This design comes from an exercise in tuning for small area, a short achievable clock period and few clock cycles on the open sky130 flow, not from production work.
Function was checked by simulation only, so behaviour that the tests miss may differ from the original.
Power figures rest on the tool's default switching activity, not on a simulated workload.

[design/flow/design.v]
module ovgar_xu (
    input  wire        clk,
    input  wire        rst,           
    input  wire        in_valid,
    output wire        in_ready,
    input  wire [31:0] in_insn,
    input  wire [31:0] in_a,          
    input  wire [31:0] in_b,          
    output reg         out_valid,
    output reg  [31:0] out_result,
    output reg         out_wen,
    output reg  [3:0]  out_vd,
    output wire [3:0]  out_flags,     
    output reg         out_illegal
);
    localparam [1:0] S_IDLE = 2'd0, S_MUL1 = 2'd1, S_MUL2 = 2'd2, S_DIV = 2'd3;
    localparam signed [65:0] ACC_MAX = 66'sh0_0000_7FFF_FFFF_FFFF;
    localparam signed [65:0] ACC_MIN = -66'sh0_0000_8000_0000_0000;
    reg [1:0]  state;
    reg        fz, fn, fc, fv;
    reg [47:0] acc;
    assign in_ready  = (state == S_IDLE);
    assign out_flags = {fz, fn, fc, fv};
    wire [5:0]  op    = in_insn[31:26];
    wire [3:0]  vd    = in_insn[25:22];
    wire [3:0]  va    = in_insn[21:18];
    wire [3:0]  vb    = in_insn[17:14];
    wire [7:0]  sub   = in_insn[7:0];
    wire [5:0]  m     = in_insn[13:8];
    wire [17:0] imm18 = in_insn[17:0];
    wire [21:0] imm22 = in_insn[21:0];
    wire [31:0] imm_sext = {{14{imm18[17]}}, imm18};
    wire [31:0] imm_zext = {14'd0, imm18};
    localparam [1:0] C_ONE = 2'd0, C_MUL = 2'd1, C_DIV = 2'd2;
    reg       dec_legal;
    reg [1:0] dec_class;
    always @* begin
        dec_legal = 1'b0;
        dec_class = C_ONE;
        case (op)
            6'h01: begin
                case (sub)
                    8'h00, 8'h01, 8'h02, 8'h03, 8'h04, 8'h05, 8'h06, 8'h07,
                    8'h09, 8'h0A:
                        dec_legal = (m == 6'd0);
                    8'h08: dec_legal = (m == 6'd0) && (vd == 4'd0);
                    8'h0B, 8'h0E:
                        dec_legal = (m == 6'd0) && (vb == 4'd0);
                    8'h0C: dec_legal = (m[5] == 1'b0) && (vb == 4'd0);
                    8'h0D: dec_legal = (m[5:4] == 2'b00);
                    default: dec_legal = 1'b0;
                endcase
            end
            6'h02: begin
                case (sub)
                    8'h00: begin dec_legal = (m == 6'd0);       dec_class = C_MUL; end
                    8'h01: begin dec_legal = (m[5:1] == 5'd0);  dec_class = C_MUL; end
                    8'h02: begin dec_legal = (m[5:2] == 4'd0);  dec_class = C_DIV; end
                    default: dec_legal = 1'b0;
                endcase
            end
            6'h03: begin
                case (sub)
                    8'h00, 8'h01, 8'h02: begin
                        dec_legal = (m[5:2] == 4'd0) && (m[1:0] != 2'd3) && (vd == 4'd0);
                        dec_class = C_MUL;
                    end
                    8'h03: dec_legal = (va == 4'd0) && (vb == 4'd0);
                    8'h04: dec_legal = (m[5] == 1'b0) && (vd == 4'd0) && (vb == 4'd0);
                    default: dec_legal = 1'b0;
                endcase
            end
            6'h08, 6'h0A, 6'h0B, 6'h0C: dec_legal = 1'b1;
            6'h09:                       dec_legal = (vd == 4'd0);
            6'h0D, 6'h0E, 6'h0F:         dec_legal = (imm18[17:5] == 13'd0);
            6'h18:                       dec_legal = 1'b1;
            6'h19:                       dec_legal = (imm22[21:16] == 6'd0);
            default:                     dec_legal = 1'b0;
        endcase
    end
    function cond_true;
        input [3:0] code;
        input z, n, c, v;
        begin
            case (code)
                4'd0:  cond_true = 1'b1;
                4'd1:  cond_true = z;
                4'd2:  cond_true = !z;
                4'd3:  cond_true = n;
                4'd4:  cond_true = !n;
                4'd5:  cond_true = c;
                4'd6:  cond_true = !c;
                4'd7:  cond_true = v;
                4'd8:  cond_true = !v;
                4'd9:  cond_true = c && !z;
                4'd10: cond_true = !c || z;
                4'd11: cond_true = (n == v);
                4'd12: cond_true = (n != v);
                4'd13: cond_true = !z && (n == v);
                4'd14: cond_true = z || (n != v);
                default: cond_true = 1'b0;    
            endcase
        end
    endfunction
    reg [31:0] one_res;
    reg        one_wen;
    reg        one_z, one_n, one_c, one_v;
    reg [47:0] one_acc;
    reg [32:0] sum33;
    reg [31:0] opb;
    reg [4:0]  shamt;
    reg [5:0]  clz;
    reg signed [31:0] sat_lo, sat_hi;
    reg signed [48:0] accr_t;
    reg signed [79:0] accw_t;
    integer i;
    always @* begin
        one_res = 32'd0;
        one_wen = 1'b1;
        one_z   = fz;
        one_n   = fn;
        one_c   = fc;
        one_v   = fv;
        one_acc = acc;
        sum33   = 33'd0;
        opb     = in_b;
        shamt   = 5'd0;
        clz     = 6'd0;
        sat_lo  = 32'sd0;
        sat_hi  = 32'sd0;
        accr_t  = 49'sd0;
        accw_t  = 80'sd0;
        if (op[5:3] == 3'b001) begin
            opb = (op == 6'h08 || op == 6'h09) ? imm_sext : imm_zext;
        end
        if ((op == 6'h01 && (sub == 8'h00)) || op == 6'h08) begin
            sum33   = {1'b0, in_a} + {1'b0, opb};
            one_res = sum33[31:0];
            one_c   = sum33[32];
            one_v   = (in_a[31] == opb[31]) && (one_res[31] != in_a[31]);
        end else if ((op == 6'h01 && (sub == 8'h01 || sub == 8'h08)) || op == 6'h09) begin
            sum33   = {1'b0, in_a} - {1'b0, opb};
            one_res = sum33[31:0];
            one_c   = !sum33[32];
            one_v   = (in_a[31] != opb[31]) && (one_res[31] != in_a[31]);
            one_wen = !(sub == 8'h08 && op == 6'h01) && (op != 6'h09);
        end else if ((op == 6'h01 && sub == 8'h02) || op == 6'h0A) begin
            one_res = in_a & opb;
        end else if ((op == 6'h01 && sub == 8'h03) || op == 6'h0B) begin
            one_res = in_a | opb;
        end else if ((op == 6'h01 && sub == 8'h04) || op == 6'h0C) begin
            one_res = in_a ^ opb;
        end else if ((op == 6'h01 && sub == 8'h05) || op == 6'h0D) begin
            shamt   = opb[4:0];
            one_res = in_a << shamt;
            if (shamt != 5'd0) one_c = in_a[5'd0 - shamt];    
        end else if ((op == 6'h01 && sub == 8'h06) || op == 6'h0E) begin
            shamt   = opb[4:0];
            one_res = in_a >> shamt;
            if (shamt != 5'd0) one_c = in_a[shamt - 5'd1];
        end else if ((op == 6'h01 && sub == 8'h07) || op == 6'h0F) begin
            shamt   = opb[4:0];
            one_res = $signed(in_a) >>> shamt;
            if (shamt != 5'd0) one_c = in_a[shamt - 5'd1];
        end else if (op == 6'h01 && sub == 8'h09) begin
            one_res = ($signed(in_a) <= $signed(in_b)) ? in_a : in_b;
        end else if (op == 6'h01 && sub == 8'h0A) begin
            one_res = ($signed(in_a) >= $signed(in_b)) ? in_a : in_b;
        end else if (op == 6'h01 && sub == 8'h0B) begin
            one_res = in_a[31] ? (32'd0 - in_a) : in_a;
        end else if (op == 6'h01 && sub == 8'h0C) begin
            sat_hi = $signed((32'd1 << m[4:0]) - 32'd1);
            sat_lo = $signed(32'hFFFF_FFFF << m[4:0]);
            if (m[4:0] == 5'd31) begin
                one_res = in_a;
                one_v   = 1'b0;
            end else if ($signed(in_a) > sat_hi) begin
                one_res = sat_hi;
                one_v   = 1'b1;
            end else if ($signed(in_a) < sat_lo) begin
                one_res = sat_lo;
                one_v   = 1'b1;
            end else begin
                one_res = in_a;
                one_v   = 1'b0;
            end
        end else if (op == 6'h01 && sub == 8'h0D) begin
            one_res = cond_true(m[3:0], fz, fn, fc, fv) ? in_a : in_b;
        end else if (op == 6'h01 && sub == 8'h0E) begin
            clz = 6'd32;
            for (i = 0; i < 32; i = i + 1)
                if (in_a[i]) clz = 6'd31 - i[5:0];
            one_res = {26'd0, clz};
        end else if (op == 6'h03 && sub == 8'h03) begin
            accr_t = $signed({acc[47], acc});
            if (m[5] && m[4:0] != 5'd0)
                accr_t = accr_t + $signed(49'd1 << (m[4:0] - 5'd1));
            accr_t = accr_t >>> m[4:0];
            if (accr_t > 49'sh0_7FFF_FFFF) begin
                one_res = 32'h7FFF_FFFF;
                one_v   = 1'b1;
            end else if (accr_t < -49'sh0_8000_0000) begin
                one_res = 32'h8000_0000;
                one_v   = 1'b1;
            end else begin
                one_res = accr_t[31:0];
                one_v   = 1'b0;
            end
        end else if (op == 6'h03 && sub == 8'h04) begin
            one_wen = 1'b0;
            accw_t  = $signed({{48{in_a[31]}}, in_a}) <<< m[4:0];
            if (accw_t > $signed({{32{1'b0}}, 48'h7FFF_FFFF_FFFF})) begin
                one_acc = 48'h7FFF_FFFF_FFFF;
                one_v   = 1'b1;
            end else if (accw_t < $signed({{32{1'b1}}, 48'h8000_0000_0000})) begin
                one_acc = 48'h8000_0000_0000;
                one_v   = 1'b1;
            end else begin
                one_acc = accw_t[47:0];
                one_v   = 1'b0;
            end
        end else if (op == 6'h18) begin
            one_res = {{10{imm22[21]}}, imm22};
        end else if (op == 6'h19) begin
            one_res = {imm22[15:0], 16'd0};
        end
        if (!((op == 6'h01 && sub == 8'h0D) || op == 6'h18 || op == 6'h19 ||
              (op == 6'h03 && sub == 8'h04))) begin
            one_z = (one_res == 32'd0);
            one_n = one_res[31];
        end
    end
    reg [31:0] x_a, x_b;
    reg [7:0]  x_sub;
    reg [1:0]  x_m;
    reg [5:0]  x_op;
    reg [3:0]  x_vd;
    reg signed [65:0] prod;
    reg [5:0]  div_cnt;
    reg [31:0] div_q;
    reg [31:0] div_r;
    reg [31:0] div_d;
    reg [31:0] div_n;
    wire x_unsigned = x_m[0];
    wire [32:0] mul_a = (x_op == 6'h03 && x_m[1:0] == 2'd1) ? {{17{x_a[15]}}, x_a[15:0]} :
                        (x_op == 6'h02 && x_sub == 8'h01 && x_unsigned) ? {1'b0, x_a} :
                        {x_a[31], x_a};
    wire [32:0] mul_b = (x_op == 6'h03 && x_m[1:0] == 2'd1) ? {{17{x_b[15]}}, x_b[15:0]} :
                        (x_op == 6'h02 && x_sub == 8'h01 && x_unsigned) ? {1'b0, x_b} :
                        {x_b[31], x_b};
    reg signed [65:0] p_term;
    reg signed [65:0] acc_sum;
    reg [47:0]        mac_acc;
    reg               mac_v;
    always @* begin
        case (x_m[1:0])
            2'd1:    p_term = prod <<< 1;
            2'd2:    p_term = prod >>> 31;
            default: p_term = prod;
        endcase
        case (x_sub)
            8'h00:   acc_sum = $signed({{18{acc[47]}}, acc}) + p_term;
            8'h01:   acc_sum = $signed({{18{acc[47]}}, acc}) - p_term;
            default: acc_sum = p_term;
        endcase
        if (acc_sum > ACC_MAX) begin
            mac_acc = 48'h7FFF_FFFF_FFFF;
            mac_v   = 1'b1;
        end else if (acc_sum < ACC_MIN) begin
            mac_acc = 48'h8000_0000_0000;
            mac_v   = 1'b1;
        end else begin
            mac_acc = acc_sum[47:0];
            mac_v   = 1'b0;
        end
    end
    wire        div_neg_a = !x_m[0] && x_a[31];
    wire        div_neg_b = !x_m[0] && x_b[31];
    wire [32:0] div_trial = {div_r, div_n[31]} - {1'b0, div_d};
    reg [31:0] div_out;
    always @* begin
        if (x_b == 32'd0) begin
            if (x_m[1])
                div_out = x_a;
            else if (x_m[0])
                div_out = 32'hFFFF_FFFF;
            else
                div_out = x_a[31] ? 32'h8000_0000 : 32'h7FFF_FFFF;
        end else if (!x_m[0] && x_a == 32'h8000_0000 && x_b == 32'hFFFF_FFFF) begin
            div_out = x_m[1] ? 32'd0 : 32'h7FFF_FFFF;
        end else if (x_m[1]) begin
            div_out = div_neg_a ? (32'd0 - div_r) : div_r;
        end else begin
            div_out = (div_neg_a != div_neg_b) ? (32'd0 - div_q) : div_q;
        end
    end
    always @(posedge clk) begin
        if (rst) begin
            state       <= S_IDLE;
            out_valid   <= 1'b0;
            out_result  <= 32'd0;
            out_wen     <= 1'b0;
            out_vd      <= 4'd0;
            out_illegal <= 1'b0;
            fz          <= 1'b0;
            fn          <= 1'b0;
            fc          <= 1'b0;
            fv          <= 1'b0;
            acc         <= 48'd0;
            x_a         <= 32'd0;
            x_b         <= 32'd0;
            x_sub       <= 8'd0;
            x_m         <= 2'd0;
            x_op        <= 6'd0;
            x_vd        <= 4'd0;
            prod        <= 66'sd0;
            div_cnt     <= 6'd0;
            div_q       <= 32'd0;
            div_r       <= 32'd0;
            div_d       <= 32'd0;
            div_n       <= 32'd0;
        end else begin
            out_valid <= 1'b0;
            case (state)
                S_IDLE: begin
                    if (in_valid) begin
                        x_a   <= in_a;
                        x_b   <= in_b;
                        x_sub <= sub;
                        x_m   <= m[1:0];
                        x_op  <= op;
                        x_vd  <= vd;
                        if (!dec_legal) begin
                            out_valid   <= 1'b1;
                            out_illegal <= 1'b1;
                            out_wen     <= 1'b0;
                            out_vd      <= vd;
                            out_result  <= 32'd0;
                        end else if (dec_class == C_MUL) begin
                            state <= S_MUL1;
                        end else if (dec_class == C_DIV) begin
                            state   <= S_DIV;
                            div_cnt <= 6'd0;
                            div_q   <= 32'd0;
                            div_r   <= 32'd0;
                            div_n   <= (!m[0] && in_a[31]) ? (32'd0 - in_a) : in_a;
                            div_d   <= (!m[0] && in_b[31]) ? (32'd0 - in_b) : in_b;
                        end else begin
                            out_valid   <= 1'b1;
                            out_illegal <= 1'b0;
                            out_wen     <= one_wen;
                            out_vd      <= vd;
                            out_result  <= one_res;
                            fz          <= one_z;
                            fn          <= one_n;
                            fc          <= one_c;
                            fv          <= one_v;
                            acc         <= one_acc;
                        end
                    end
                end
                S_MUL1: begin
                    prod  <= $signed(mul_a) * $signed(mul_b);
                    state <= S_MUL2;
                end
                S_MUL2: begin
                    state       <= S_IDLE;
                    out_valid   <= 1'b1;
                    out_illegal <= 1'b0;
                    out_vd      <= x_vd;
                    if (x_op == 6'h02) begin
                        out_wen    <= 1'b1;
                        out_result <= (x_sub == 8'h00) ? prod[31:0] : prod[63:32];
                        fz         <= ((x_sub == 8'h00) ? prod[31:0] : prod[63:32]) == 32'd0;
                        fn         <= (x_sub == 8'h00) ? prod[31] : prod[63];
                    end else begin
                        out_wen    <= 1'b0;
                        out_result <= 32'd0;
                        acc        <= mac_acc;
                        fv         <= mac_v;
                    end
                end
                S_DIV: begin
                    if (div_cnt == 6'd32) begin
                        state       <= S_IDLE;
                        out_valid   <= 1'b1;
                        out_illegal <= 1'b0;
                        out_wen     <= 1'b1;
                        out_vd      <= x_vd;
                        out_result  <= div_out;
                        fz          <= (div_out == 32'd0);
                        fn          <= div_out[31];
                    end else begin
                        div_cnt <= div_cnt + 6'd1;
                        div_n   <= {div_n[30:0], 1'b0};
                        if (!div_trial[32]) begin
                            div_r <= div_trial[31:0];
                            div_q <= {div_q[30:0], 1'b1};
                        end else begin
                            div_r <= {div_r[30:0], div_n[31]};
                            div_q <= {div_q[30:0], 1'b0};
                        end
                    end
                end
                default: state <= S_IDLE;
            endcase
        end
    end
endmodule
[design/flow/config.mk]
export PLATFORM = sky130hd
export DESIGN_NAME = ovgar_xu
export DESIGN_NICKNAME = ovgar_xu
export VERILOG_FILES = /design/flow/design.v
export SDC_FILE = /design/flow/constraint.sdc
export NUM_CORES = 4
export LEC_CHECK = 0
export CAP_MARGIN = 20
export CORE_MARGIN = 2
export CORE_UTILIZATION = 30
export SLEW_MARGIN = 20
[design/flow/run.sh]
#!/bin/bash
# synth_recipe.tcl (not shown) runs the flow's synth.tcl, then flattens the netlist and writes it again
# the make line also repeats each setting of config.mk as NAME=value (left out here)
make -C /OpenROAD-flow-scripts/flow DESIGN_CONFIG=/design/flow/config.mk WORK_HOME=/design/flow/orfs CLKGATE_MAP_FILE= SYNTH_SCRIPT=/design/flow/synth_recipe.tcl finish
[design/flow/constraint.sdc]
create_clock -name core_clock -period 11.0 [get_ports {clk}]
set_input_delay 2.2000 -clock core_clock [delete_from_list [all_inputs] [get_ports {clk}]]
set_output_delay 2.2000 -clock core_clock [all_outputs]
set_load 0.01 [all_outputs]
==> qor.yml <==
status: "complete, no violations"
max_stage_delay_ps: 820
cts_tree: "done"
mappedNetlistArea_um2: 92610
cp-start-kind: "flip-flop"
wl_um: 457100
setup_tns_ps: 0
power.internal_mw: 6.626
p_per_area_nw_per_um2: 153.5
clk_latency_ps: 660
cts_buffer_depth: 3
critPathRequiredTime_ps: 11490
crit_type: "flip-flop to flip-flop"
maxSlewHeadroom_pct: 10.16
drt_first_pass_iters: 10
track_usage_pct: 28.30
routed_via_density: 5.936
io_buffers: 142
numCtsBuffers: 47
fp-row-count: 204
syn_avg_cell_area_um2: 7.594
cp_max_fo: 13
area_delta_synth_final_pct: 9.487
fin_crit_ps: 10660
synth_fp_nets: 14010
holdPathStages: 2
ys_types: 117
r2r-end: "prod[64]"
synth-seq-area-share_pct: 8.149
die_w_um: 559.6
place.gp.congestion: 1.096
synth_edf_count: 0
cts.sinks: 377
end_kind: "flip-flop"
ys.warnings.count: 1
seqPwrFrac_pct: 14.3
ir_worst_vdd_mv: 0.1422
core_um2: 308100
slowest_stage: "nor4_1"
nets: 13790
power.share.clock_pct: 10.5
grt_pass1_wl_um: 656600
ant_nets: 0
grt_pass1_vias: 90710
die_area_um2: 313200
synth_seq_cells: 377
vias: 95880
synth_cells: 12200
netlist_top_cells_area: "fa_1, dfxtp_1, ha_1"
leakagePower_nw: 42.95
cts-root-buf: "clkbuf_16"
fill_cells: 33070
dpl.hpwl_um: 355700
met1_usage_pct: 36.58
max_freq_ghz: 0.09381
maxCapViolCount: 0
async_reset_ff_share_pct: 0
r2r_cells: 33
worstHoldStart: "div_n[22]"
yosys_most_used_dff: "dfxtp_1"
grt_max_degree: 117
ios: 143
initial_core_util_pct: 30.06
cts_max_level: 2
setup_viol: 0
hold_path_end: "div_n[22]"
path_clk_slew_ps: 60
hold_path_class: "flip-flop to flip-flop"
synth_top_area_share_pct: 24.86
worstMarginPinSlew_ps: 1334
maxSlewViolCount: 0
finalHoldViolations: 0
r2r-start: "x_sub[4]"
placed_cells_incl_taps: 16050
detail_route.wl_per_cell_um: 28.30
r2r_slack_ps: 340
overflow: 0
final_cell_mix: "nand2_1, inv_1, fa_1"
cp_common_cell: "fa_1"
drive_gt1_share_pct: 7.324
antenna_found_initial: 28
swShare_pct: 57.44
mostFrequentLayoutCell: "nand2_1"
fin_crit_sh_pct: 96.91
fin_cells: 16150
p_switching_mw: 8.942
die_y_um: 559.6
grt-busiest-layer: "met2"
grt_use_met3_pct: 7.172
skew_ps: 51.77
initialDrtViolationCount: 12910
combinationalPowerShare_pct: 75.2
route.detailed.drc: 0
rsz0062_at_grt: "false"
yosys.area.top_type: "fa_1"
arrival_ps: 11150
use_met2_pct: 40.46
==> cell families (layout without fill, tap and decap cells) <==
family / Yosys count / count (layout) / synth area share, %
AND/OR/NAND/NOR: 4039 / 4039 / 19.53
AO/OA/AOI/OAI: 3050 / 3050 / 21.76
buffers and inverters: 2238 / 2059 / 9.244
adder cells (fa/ha/maj): 1715 / 1715 / 32.49
multiplexers: 394 / 394 / 5.203
XOR/XNOR: 382 / 382 / 3.621
flip-flops: 377 / 377 / 8.149
other: 0 / 17 / 0
==> final cells by class <==
cell class,instances,area [µm²],area share (%)
well taps,4120,5155,5.084
clock inverters,25,246.5,0.2431
multi-input cells,9580,76790,75.73
inverters,1341,5037,4.968
clock buffers,61,1299,1.281
diodes,17,42.54,0.04196
flip-flops and latches,377,7564,7.459
repair buffers,632,5265,5.193
==> worst max path at each step <==
| stage | from | to | slack [ps] | depth (start not counted) |
|---|---|---|---|---|
| floorplan | x_m[1] | prod[64] | 70 | 46 |
| global placement | x_op[2] | prod[50] | 260 | 32 |
| detailed placement | x_op[2] | prod[50] | 200 | 31 |
| CTS | x_op[2] | prod[50] | 150 | 32 |
| global route | x_sub[4] | prod[64] | 40 | 35 |
| finish | x_sub[4] | prod[64] | 340 | 33 |
==> per-stage QoR <==
stage	area [µm²]	hold slack [ps]	total power, mW	worst slack (ps)	util, %
4_1_cts	101300	454.3	15.23	150.6	32.88
3_5_place_dp	99750	445.6	13.54	196.5	32.38
3_3_place_gp	99730	441.2	13.50	258.5	32.37
6_report	101400	452.9	15.57	339.9	32.91
5_1_grt	101400	470.6	16.48	36.50	32.90
2_1_floorplan	92620	431.6	9.333	74.27	-
==> power groups by stage <==
stage	logic, mW	registers, mW	clock network (mW)
after floorplan	7.51	1.83	0
after global placement	11.3	2.19	0
after detailed placement	11.4	2.19	0
after CTS	11.4	2.16	1.65
after global routing	12.6	2.20	1.69
final	11.7	2.22	1.64
==> flip-flops by register name, summed over array words and instances, names as in the netlist, 4 cells and up <==
signal and count:
div_n 32, x_a 32, out_vd 4, x_vd 4, acc 48, div_q 32
x_op 6, out_result 32, x_b 32, div_d 32, div_r 32, prod 66
div_cnt 6, x_sub 8
==> cell usage after synthesis (all sizes together), types with 88 or more instances <==
cell type	count
a22oi	93
nand4	103
ha	565
buf	199
inv	1325
nand2	1765
mux2i	285
xor2	112
o31ai	88
nor3	239
clkbuf	698
a21o	185
a211oi	192
nor2	1018
a31oi	112
o21ai	680
and2	194
xnor2	270
nor2b	101
dfxtp	377
nand3	149
nor4	95
fa	1150
o211ai	115
nand2b	93
a21oi	796
==> worst max-delay path, delay by kind of cell (launching register included) <==
family          cells  cell delay [ps]
xor+xnor            1              160
fa+ha+maj           9             4730
mux                 1              180
flops               1              310
buf+inv             3              750
simple gates        7             2280
compound gates     12             2100
==> per-layer routing <==
layer	part of all wire, %	vias up	routed length [µm]
met5	0.028	-	127
met4	9.3	18	42540
met3	11	1458	51300
met2	41	5999	185200
met1	39	47150	177900
li1	-	41260	-
==> what timing repair did <==
| action | CTS | global route |
|---|---|---|
| endpoints found under the setup margin | 0 | 22 |
| hold buffers | 0 | 0 |
| gates resized for setup | 0 | 3 |
| buffers inserted | 0 | 2 |
Testbench counts, summed over its fixed seeds: cycles 88,921.

## re-timing with driven ports
How much do the figures lean on ideal ports? The routed layout below was timed once more, with nothing changed but the port constraints.
Step 1 assumes that a clkbuf_16 drives the clock port and a buf_2 every other input.
Step 2 adds t to the input delays and takes it off the output delays; t is the mean of the earliest and latest rising clock arrival at the registers after step 1. Input paths then give back, and output paths get back, about the clock's delay inside the block.
Three values: no drivers, after step 1, after step 2; two values: the first two.
shift t [ns]: 0.713
setup slack, ns: 0.340 / 0.340 / 0.340
worst setup path at the end: register to register
cell pins on the clock port's net: 1
After both steps setup and hold are still met in this run. The setup slack of this run moves by 0.000 ns with the drivers and by 0.000 ns with both steps.
